This is an optimization exercise on Yosys and OpenROAD, whose aim is small area and a short achievable clock period, not a production implementation. Only simulation tests tie the RTL to the original design; equivalence was not proved.

## run.sh

```bash
#!/bin/bash
# synth_recipe.tcl (not shown) runs the flow's synth.tcl, then flattens the netlist and writes it again
# the make line also repeats each setting of config.mk as NAME=value (left out here)
make -C /OpenROAD-flow-scripts/flow DESIGN_CONFIG=/design/flow/config.mk WORK_HOME=/design/flow/orfs CLKGATE_MAP_FILE= SYNTH_SCRIPT=/design/flow/synth_recipe.tcl finish
```

## config.mk

```make
export PLATFORM = sky130hd
export DESIGN_NAME = ecc80_64
export DESIGN_NICKNAME = ecc80_64
export VERILOG_FILES = /design/flow/design.v
export SDC_FILE = /design/flow/constraint.sdc
export NUM_CORES = 4
export LEC_CHECK = 0
export CAP_MARGIN = 20
export CORE_AREA = 10 10 250 250
export DIE_AREA = 0 0 260 260
export SLEW_MARGIN = 20
```

## constraint.sdc

```tcl
create_clock -name core_clock -period 10.0 [get_ports {clk}]
set_input_delay 2.0000 -clock core_clock [delete_from_list [all_inputs] [get_ports {clk}]]
set_output_delay 2.0000 -clock core_clock [all_outputs]
set_load 0.01 [all_outputs]
```

## design.v

```verilog
module ecc80_64 (
    input  wire        clk,
    input  wire [63:0] enc_data,
    output reg  [15:0] enc_check,     
    input  wire [79:0] dec_word,
    output reg  [63:0] dec_data,      
    output reg  [1:0]  dec_status,    
    output reg  [3:0]  dec_symbol     
);
    function automatic [7:0] gf_mul(input [7:0] a, input [7:0] b);
        reg [7:0] p;
        reg [7:0] x;
        integer n;
        begin
            p = 8'h00;
            x = a;
            for (n = 0; n < 8; n = n + 1) begin
                if (b[n]) p = p ^ x;
                x = {x[6:0], 1'b0} ^ (x[7] ? 8'h1D : 8'h00);
            end
            gf_mul = p;
        end
    endfunction
    function automatic [7:0] alpha_pow(input integer n);
        reg [7:0] x;
        integer k;
        begin
            x = 8'h01;
            for (k = 0; k < n; k = k + 1)
                x = gf_mul(x, 8'h02);
            alpha_pow = x;
        end
    endfunction
    function automatic [7:0] gf_log(input [7:0] a);
        begin
            case (a)
            8'd1: gf_log = 8'd0;
            8'd2: gf_log = 8'd1;
            8'd3: gf_log = 8'd25;
            8'd4: gf_log = 8'd2;
            8'd5: gf_log = 8'd50;
            8'd6: gf_log = 8'd26;
            8'd7: gf_log = 8'd198;
            8'd8: gf_log = 8'd3;
            8'd9: gf_log = 8'd223;
            8'd10: gf_log = 8'd51;
            8'd11: gf_log = 8'd238;
            8'd12: gf_log = 8'd27;
            8'd13: gf_log = 8'd104;
            8'd14: gf_log = 8'd199;
            8'd15: gf_log = 8'd75;
            8'd16: gf_log = 8'd4;
            8'd17: gf_log = 8'd100;
            8'd18: gf_log = 8'd224;
            8'd19: gf_log = 8'd14;
            8'd20: gf_log = 8'd52;
            8'd21: gf_log = 8'd141;
            8'd22: gf_log = 8'd239;
            8'd23: gf_log = 8'd129;
            8'd24: gf_log = 8'd28;
            8'd25: gf_log = 8'd193;
            8'd26: gf_log = 8'd105;
            8'd27: gf_log = 8'd248;
            8'd28: gf_log = 8'd200;
            8'd29: gf_log = 8'd8;
            8'd30: gf_log = 8'd76;
            8'd31: gf_log = 8'd113;
            8'd32: gf_log = 8'd5;
            8'd33: gf_log = 8'd138;
            8'd34: gf_log = 8'd101;
            8'd35: gf_log = 8'd47;
            8'd36: gf_log = 8'd225;
            8'd37: gf_log = 8'd36;
            8'd38: gf_log = 8'd15;
            8'd39: gf_log = 8'd33;
            8'd40: gf_log = 8'd53;
            8'd41: gf_log = 8'd147;
            8'd42: gf_log = 8'd142;
            8'd43: gf_log = 8'd218;
            8'd44: gf_log = 8'd240;
            8'd45: gf_log = 8'd18;
            8'd46: gf_log = 8'd130;
            8'd47: gf_log = 8'd69;
            8'd48: gf_log = 8'd29;
            8'd49: gf_log = 8'd181;
            8'd50: gf_log = 8'd194;
            8'd51: gf_log = 8'd125;
            8'd52: gf_log = 8'd106;
            8'd53: gf_log = 8'd39;
            8'd54: gf_log = 8'd249;
            8'd55: gf_log = 8'd185;
            8'd56: gf_log = 8'd201;
            8'd57: gf_log = 8'd154;
            8'd58: gf_log = 8'd9;
            8'd59: gf_log = 8'd120;
            8'd60: gf_log = 8'd77;
            8'd61: gf_log = 8'd228;
            8'd62: gf_log = 8'd114;
            8'd63: gf_log = 8'd166;
            8'd64: gf_log = 8'd6;
            8'd65: gf_log = 8'd191;
            8'd66: gf_log = 8'd139;
            8'd67: gf_log = 8'd98;
            8'd68: gf_log = 8'd102;
            8'd69: gf_log = 8'd221;
            8'd70: gf_log = 8'd48;
            8'd71: gf_log = 8'd253;
            8'd72: gf_log = 8'd226;
            8'd73: gf_log = 8'd152;
            8'd74: gf_log = 8'd37;
            8'd75: gf_log = 8'd179;
            8'd76: gf_log = 8'd16;
            8'd77: gf_log = 8'd145;
            8'd78: gf_log = 8'd34;
            8'd79: gf_log = 8'd136;
            8'd80: gf_log = 8'd54;
            8'd81: gf_log = 8'd208;
            8'd82: gf_log = 8'd148;
            8'd83: gf_log = 8'd206;
            8'd84: gf_log = 8'd143;
            8'd85: gf_log = 8'd150;
            8'd86: gf_log = 8'd219;
            8'd87: gf_log = 8'd189;
            8'd88: gf_log = 8'd241;
            8'd89: gf_log = 8'd210;
            8'd90: gf_log = 8'd19;
            8'd91: gf_log = 8'd92;
            8'd92: gf_log = 8'd131;
            8'd93: gf_log = 8'd56;
            8'd94: gf_log = 8'd70;
            8'd95: gf_log = 8'd64;
            8'd96: gf_log = 8'd30;
            8'd97: gf_log = 8'd66;
            8'd98: gf_log = 8'd182;
            8'd99: gf_log = 8'd163;
            8'd100: gf_log = 8'd195;
            8'd101: gf_log = 8'd72;
            8'd102: gf_log = 8'd126;
            8'd103: gf_log = 8'd110;
            8'd104: gf_log = 8'd107;
            8'd105: gf_log = 8'd58;
            8'd106: gf_log = 8'd40;
            8'd107: gf_log = 8'd84;
            8'd108: gf_log = 8'd250;
            8'd109: gf_log = 8'd133;
            8'd110: gf_log = 8'd186;
            8'd111: gf_log = 8'd61;
            8'd112: gf_log = 8'd202;
            8'd113: gf_log = 8'd94;
            8'd114: gf_log = 8'd155;
            8'd115: gf_log = 8'd159;
            8'd116: gf_log = 8'd10;
            8'd117: gf_log = 8'd21;
            8'd118: gf_log = 8'd121;
            8'd119: gf_log = 8'd43;
            8'd120: gf_log = 8'd78;
            8'd121: gf_log = 8'd212;
            8'd122: gf_log = 8'd229;
            8'd123: gf_log = 8'd172;
            8'd124: gf_log = 8'd115;
            8'd125: gf_log = 8'd243;
            8'd126: gf_log = 8'd167;
            8'd127: gf_log = 8'd87;
            8'd128: gf_log = 8'd7;
            8'd129: gf_log = 8'd112;
            8'd130: gf_log = 8'd192;
            8'd131: gf_log = 8'd247;
            8'd132: gf_log = 8'd140;
            8'd133: gf_log = 8'd128;
            8'd134: gf_log = 8'd99;
            8'd135: gf_log = 8'd13;
            8'd136: gf_log = 8'd103;
            8'd137: gf_log = 8'd74;
            8'd138: gf_log = 8'd222;
            8'd139: gf_log = 8'd237;
            8'd140: gf_log = 8'd49;
            8'd141: gf_log = 8'd197;
            8'd142: gf_log = 8'd254;
            8'd143: gf_log = 8'd24;
            8'd144: gf_log = 8'd227;
            8'd145: gf_log = 8'd165;
            8'd146: gf_log = 8'd153;
            8'd147: gf_log = 8'd119;
            8'd148: gf_log = 8'd38;
            8'd149: gf_log = 8'd184;
            8'd150: gf_log = 8'd180;
            8'd151: gf_log = 8'd124;
            8'd152: gf_log = 8'd17;
            8'd153: gf_log = 8'd68;
            8'd154: gf_log = 8'd146;
            8'd155: gf_log = 8'd217;
            8'd156: gf_log = 8'd35;
            8'd157: gf_log = 8'd32;
            8'd158: gf_log = 8'd137;
            8'd159: gf_log = 8'd46;
            8'd160: gf_log = 8'd55;
            8'd161: gf_log = 8'd63;
            8'd162: gf_log = 8'd209;
            8'd163: gf_log = 8'd91;
            8'd164: gf_log = 8'd149;
            8'd165: gf_log = 8'd188;
            8'd166: gf_log = 8'd207;
            8'd167: gf_log = 8'd205;
            8'd168: gf_log = 8'd144;
            8'd169: gf_log = 8'd135;
            8'd170: gf_log = 8'd151;
            8'd171: gf_log = 8'd178;
            8'd172: gf_log = 8'd220;
            8'd173: gf_log = 8'd252;
            8'd174: gf_log = 8'd190;
            8'd175: gf_log = 8'd97;
            8'd176: gf_log = 8'd242;
            8'd177: gf_log = 8'd86;
            8'd178: gf_log = 8'd211;
            8'd179: gf_log = 8'd171;
            8'd180: gf_log = 8'd20;
            8'd181: gf_log = 8'd42;
            8'd182: gf_log = 8'd93;
            8'd183: gf_log = 8'd158;
            8'd184: gf_log = 8'd132;
            8'd185: gf_log = 8'd60;
            8'd186: gf_log = 8'd57;
            8'd187: gf_log = 8'd83;
            8'd188: gf_log = 8'd71;
            8'd189: gf_log = 8'd109;
            8'd190: gf_log = 8'd65;
            8'd191: gf_log = 8'd162;
            8'd192: gf_log = 8'd31;
            8'd193: gf_log = 8'd45;
            8'd194: gf_log = 8'd67;
            8'd195: gf_log = 8'd216;
            8'd196: gf_log = 8'd183;
            8'd197: gf_log = 8'd123;
            8'd198: gf_log = 8'd164;
            8'd199: gf_log = 8'd118;
            8'd200: gf_log = 8'd196;
            8'd201: gf_log = 8'd23;
            8'd202: gf_log = 8'd73;
            8'd203: gf_log = 8'd236;
            8'd204: gf_log = 8'd127;
            8'd205: gf_log = 8'd12;
            8'd206: gf_log = 8'd111;
            8'd207: gf_log = 8'd246;
            8'd208: gf_log = 8'd108;
            8'd209: gf_log = 8'd161;
            8'd210: gf_log = 8'd59;
            8'd211: gf_log = 8'd82;
            8'd212: gf_log = 8'd41;
            8'd213: gf_log = 8'd157;
            8'd214: gf_log = 8'd85;
            8'd215: gf_log = 8'd170;
            8'd216: gf_log = 8'd251;
            8'd217: gf_log = 8'd96;
            8'd218: gf_log = 8'd134;
            8'd219: gf_log = 8'd177;
            8'd220: gf_log = 8'd187;
            8'd221: gf_log = 8'd204;
            8'd222: gf_log = 8'd62;
            8'd223: gf_log = 8'd90;
            8'd224: gf_log = 8'd203;
            8'd225: gf_log = 8'd89;
            8'd226: gf_log = 8'd95;
            8'd227: gf_log = 8'd176;
            8'd228: gf_log = 8'd156;
            8'd229: gf_log = 8'd169;
            8'd230: gf_log = 8'd160;
            8'd231: gf_log = 8'd81;
            8'd232: gf_log = 8'd11;
            8'd233: gf_log = 8'd245;
            8'd234: gf_log = 8'd22;
            8'd235: gf_log = 8'd235;
            8'd236: gf_log = 8'd122;
            8'd237: gf_log = 8'd117;
            8'd238: gf_log = 8'd44;
            8'd239: gf_log = 8'd215;
            8'd240: gf_log = 8'd79;
            8'd241: gf_log = 8'd174;
            8'd242: gf_log = 8'd213;
            8'd243: gf_log = 8'd233;
            8'd244: gf_log = 8'd230;
            8'd245: gf_log = 8'd231;
            8'd246: gf_log = 8'd173;
            8'd247: gf_log = 8'd232;
            8'd248: gf_log = 8'd116;
            8'd249: gf_log = 8'd214;
            8'd250: gf_log = 8'd244;
            8'd251: gf_log = 8'd234;
            8'd252: gf_log = 8'd168;
            8'd253: gf_log = 8'd80;
            8'd254: gf_log = 8'd88;
            8'd255: gf_log = 8'd175;
            default: gf_log = 8'd0;
            endcase
        end
    endfunction
    localparam [7:0] ALPHA9     = 8'h3A;
    localparam [7:0] INV_A8_A9  = 8'h8A;    
    reg [7:0] enc_a, enc_b, enc_c0, enc_c1;
    integer i;
    always @(*) begin
        enc_a = 8'h00;
        enc_b = 8'h00;
        for (i = 0; i < 8; i = i + 1) begin
            enc_a = enc_a ^ enc_data[8*i +: 8];
            enc_b = enc_b ^ gf_mul(enc_data[8*i +: 8], alpha_pow(i));
        end
        enc_c0 = gf_mul(enc_b ^ gf_mul(enc_a, ALPHA9), INV_A8_A9);
        enc_c1 = enc_a ^ enc_c0;
    end
    always @(posedge clk)
        enc_check <= {enc_c1, enc_c0};
    reg [7:0]  s0, s1;
    reg [8:0]  log_diff;      
    reg [63:0] fixed;
    reg [1:0]  status;
    reg [3:0]  symbol;
    always @(*) begin
        s0 = 8'h00;
        s1 = 8'h00;
        for (i = 0; i < 10; i = i + 1) begin
            s0 = s0 ^ dec_word[8*i +: 8];
            s1 = s1 ^ gf_mul(dec_word[8*i +: 8], alpha_pow(i));
        end
        log_diff = {1'b0, gf_log(s1)} + 9'd255 - {1'b0, gf_log(s0)};
        if (log_diff >= 9'd255)
            log_diff = log_diff - 9'd255;
        fixed = dec_word[63:0];
        if (s0 == 8'h00 && s1 == 8'h00) begin
            status = 2'd0;
            symbol = 4'd0;
        end else if (s0 != 8'h00 && s1 != 8'h00 && log_diff <= 9'd9) begin
            status = 2'd1;
            symbol = log_diff[3:0];
            for (i = 0; i < 8; i = i + 1)
                if (log_diff == i[8:0])
                    fixed[8*i +: 8] = dec_word[8*i +: 8] ^ s0;
        end else begin
            status = 2'd2;
            symbol = 4'hF;
        end
    end
    always @(posedge clk) begin
        dec_data   <= fixed;
        dec_status <= status;
        dec_symbol <= symbol;
    end
endmodule
```

==> impl_metrics.csv <==
group,metric,value,unit
floorplan,core,0.0567,sq mm
synthesis,synth.area.top_cells,"xnor2_1 20%, dfxtp_1 13%, xor2_1 4.5%, xnor3_1 4.2%, nand2_1 3.9%",
timing,period_share,0.958,
cts,numCtsBuffers,9,
floorplan,num_rows,87,
synthesis,yosys_warnings,1,
detailed_routing,dr.pass1.iters,8,
critical_path,critPathMaxFanout,15,
floorplan,die_w,260,um
critical_path,critPathMostFrequentCell,"buf_4",
timing,setup-tns-final,0,ps
placement,portBuffers,230,
cells_and_area,synthToLayoutAreaGrowth,45.4,%
synthesis,syn_nets,1938,
cells_and_area,antennaDiodeCount,0,
detailed_routing,postRouteAntennaNets,0,
hold_path,hp-class,"primary input to flop",
global_routing,antenna_found_initial,0,
critical_path,startpoint_type,"primary input",
timing,rsz0062_at_grt,"true",
timing,fin_crit,9580,ps
timing,tightest_slew,1060,ps
cts,clockRootBuffer,"clkbuf_16",
synthesis,synth_top_area_share,0.198,
critical_path,crit_path_max_incr_delay,660,ps
detailed_routing,remaining_drc_errors,0,
timing,setup_viol_count_final,0,
global_routing,grt_start_max_net_pins,56,
cells_and_area,regArea,0.00172,sq mm
synthesis,async_flop_share,0,
cells_and_area,multi_input_area,0.0112,sq mm
synthesis,synth-seq-cells,86,
placement,dp_hpwl,61400,um
synthesis,yosysSeqAreaShare,0.128,
global_routing,grt_pass1_vias,17000,
synthesis,netlist_instances,1760,
global_routing,grt_usage,0.223,
critical_path,arrival,9830,ps
timing,hold_ws,2260,ps
placement,gp_congestion,1.04,
timing,max_slew_margin,0.291,
synthesis,ys.flop_type,"dfxtp_1",
floorplan,design.portCount,231,
detailed_routing,wl,78400,um
timing,finalHoldViolCount,0,
detailed_routing,drt-initial-drc-count,2204,
floorplan,die_area,0.0676,sq mm
cells_and_area,fillers,5903,
cts,postCtsHoldBufs,0,
cells_and_area,postLayoutCoreUtil,0.346,
timing,maxSlewViolCount,0,
global_routing,gr-total-overflow,0,
synthesis,syn_area_per_cell,7.66,sq um
synthesis,synth_cell_types,90,
critical_path,cpMaxStageDelayCell,"xnor2_4",
cts,cts.sinks,86,
cts,htree_levels,3,
synthesis,synth_area,0.0135,sq mm
synthesis,synth_edf_count,0,
critical_path,crit_required,10250,ps
floorplan,start_util,0.238,
outcome,outcome,"finished clean",
cells_and_area,finalInstanceArea,0.0196,sq mm
floorplan,die_h,260,um
critical_path,cp-end-kind,"flop",
timing,fmax,0.104,GHz
cells_and_area,final_layout_size_suffix_gt1_frac,0.199,
run,drv_cap,0,
cts,cts.path.max_buffers,2,
global_routing,grt_pass1_wl,114000,um
cells_and_area,fin_nets,2392,
cts,cts.reportedPaths.clkPinSlew,70,ps
synthesis,synth_area_leader_cell,"xnor2_1",
detailed_routing,vias_per_cell,5.70,
cts,cts_tree,"yes",
detailed_routing,vias,16900,
placement,place_area,0.0192,sq mm
detailed_routing,wl_per_cell,26.4,um
critical_path,worst-setup-path-type,"primary input to flop",
## kinds of logic after synthesis
logic type / count (synthesis) / share of synthesized area
AOI/OAI and AO/OA: 558 / 0.292
xor gates and xnor gates: 410 / 0.302
adders and majority gates: 33 / 0.0312
buffers and inverters: 178 / 0.0555
DFF: 86 / 0.128
muxes: 33 / 0.0305
and+or+nand+nor: 462 / 0.161
## flip-flops by register name, indices dropped and copies added (netlist names)
signal      cells
dec_status      2
dec_symbol      4
enc_check      16
dec_data       64
## worst paths after layout
check | end | cells past startpoint | start | slack, ps
min | dec_data[25]$_DFF_P_ | 2 | dec_word[25] | 2260
max | dec_data[53]$_DFF_P_ | 29 | dec_word[75] | 420
## critical path: cells and delay by family
kind	cells	cell delay (ps)
and+or+nand+nor	7	1520
buffers and inverters	6	1490
adders and majority gates	2	520
xor gates and xnor gates	6	2470
AOI/OAI and AO/OA	8	1780
## stage by stage
step / std cells / setup WS, ps
2_1_floorplan: 1760 / 265
3_3_place_gp: 2955 / 26.0
3_5_place_dp: 2955 / -11.9
4_1_cts: 2970 / 376
5_1_grt: 2974 / 1.05
6_report: 2974 / 424
## cell usage in the layout, fill, tap and decap left out, types with 33 or more instances in the layout
cell / instances
nand3_1: 47
buf_4: 347
dfxtp_1: 86
nor3_1: 59
o211ai_1: 44
xor2_1: 64
xnor2_1: 294
clkdlybuf4s50_1: 230
o21ai_0: 99
nor2_1: 117
a211oi_1: 33
a21oi_1: 105
nand2_1: 141
## metal layers
metal  global-route usage  routed length, um  vias up
met1                0.286              32100     8029
li1                     -                  -     7459
met3               0.0629               9080      226
met5                    0                  0        -
met2                0.335              33000     1234
met4                0.112               4220        0
## synthesized netlist by cell type (10+ instances only)
| library cell | instances |
|---|---|
| a211oi_1 | 34 |
| a21o_1 | 13 |
| a21oi_1 | 105 |
| a221oi_1 | 13 |
| a311oi_1 | 28 |
| a31oi_1 | 27 |
| buf_1 | 19 |
| buf_2 | 27 |
| clkbuf_1 | 102 |
| dfxtp_1 | 86 |
| ha_1 | 32 |
| inv_1 | 18 |
| mux2i_1 | 23 |
| nand2_1 | 141 |
| nand2b_1 | 10 |
| nand3_1 | 47 |
| nand4_1 | 28 |
| nor2_1 | 117 |
| nor3_1 | 59 |
| o2111ai_1 | 32 |
| o211ai_1 | 44 |
| o21a_1 | 10 |
| o21ai_0 | 99 |
| o221ai_1 | 14 |
| o311ai_0 | 24 |
| xnor2_1 | 304 |
| xnor3_1 | 25 |
| xor2_1 | 69 |
## final cells by class
cell class / count / area share
Timing Repair Buffer: 600 / 0.274
Clock buffer: 9 / 0.0115
Tap cell: 756 / 0.0483
Sequential cell: 86 / 0.0879
Inverter: 21 / 0.00402
Multi-Input combinational cell: 1496 / 0.571
Clock inverter: 6 / 0.00364
## what timing repair did
action,CTS,global route
resized for setup,0,3
endpoints found under the setup margin,0,48
buffers inserted,0,4

-- what the ideal ports hide --
No port has a modelled driver above. Below, the same layout with a new extraction and two added sets of constraints. Step 1 assumes that a clkbuf_16 drives the clock port and a buf_2 every other input. Step 2 also shifts input and output timing later by t, the mid clock arrival at the registers, as if the neighbouring blocks saw the same clock. Slacks: no drivers / after step 1 / after step 2; pairs: no drivers / after step 1.
t, ns: 0.444
setup WS [ns]: 0.424 / 0.443 / -0.001
cell pins on the clock port's net: 1
With both steps, setup timing fails in this run, where it was met with ideal ports. The setup slack of this run moves by +0.019 ns with the drivers and by -0.425 ns with both steps.
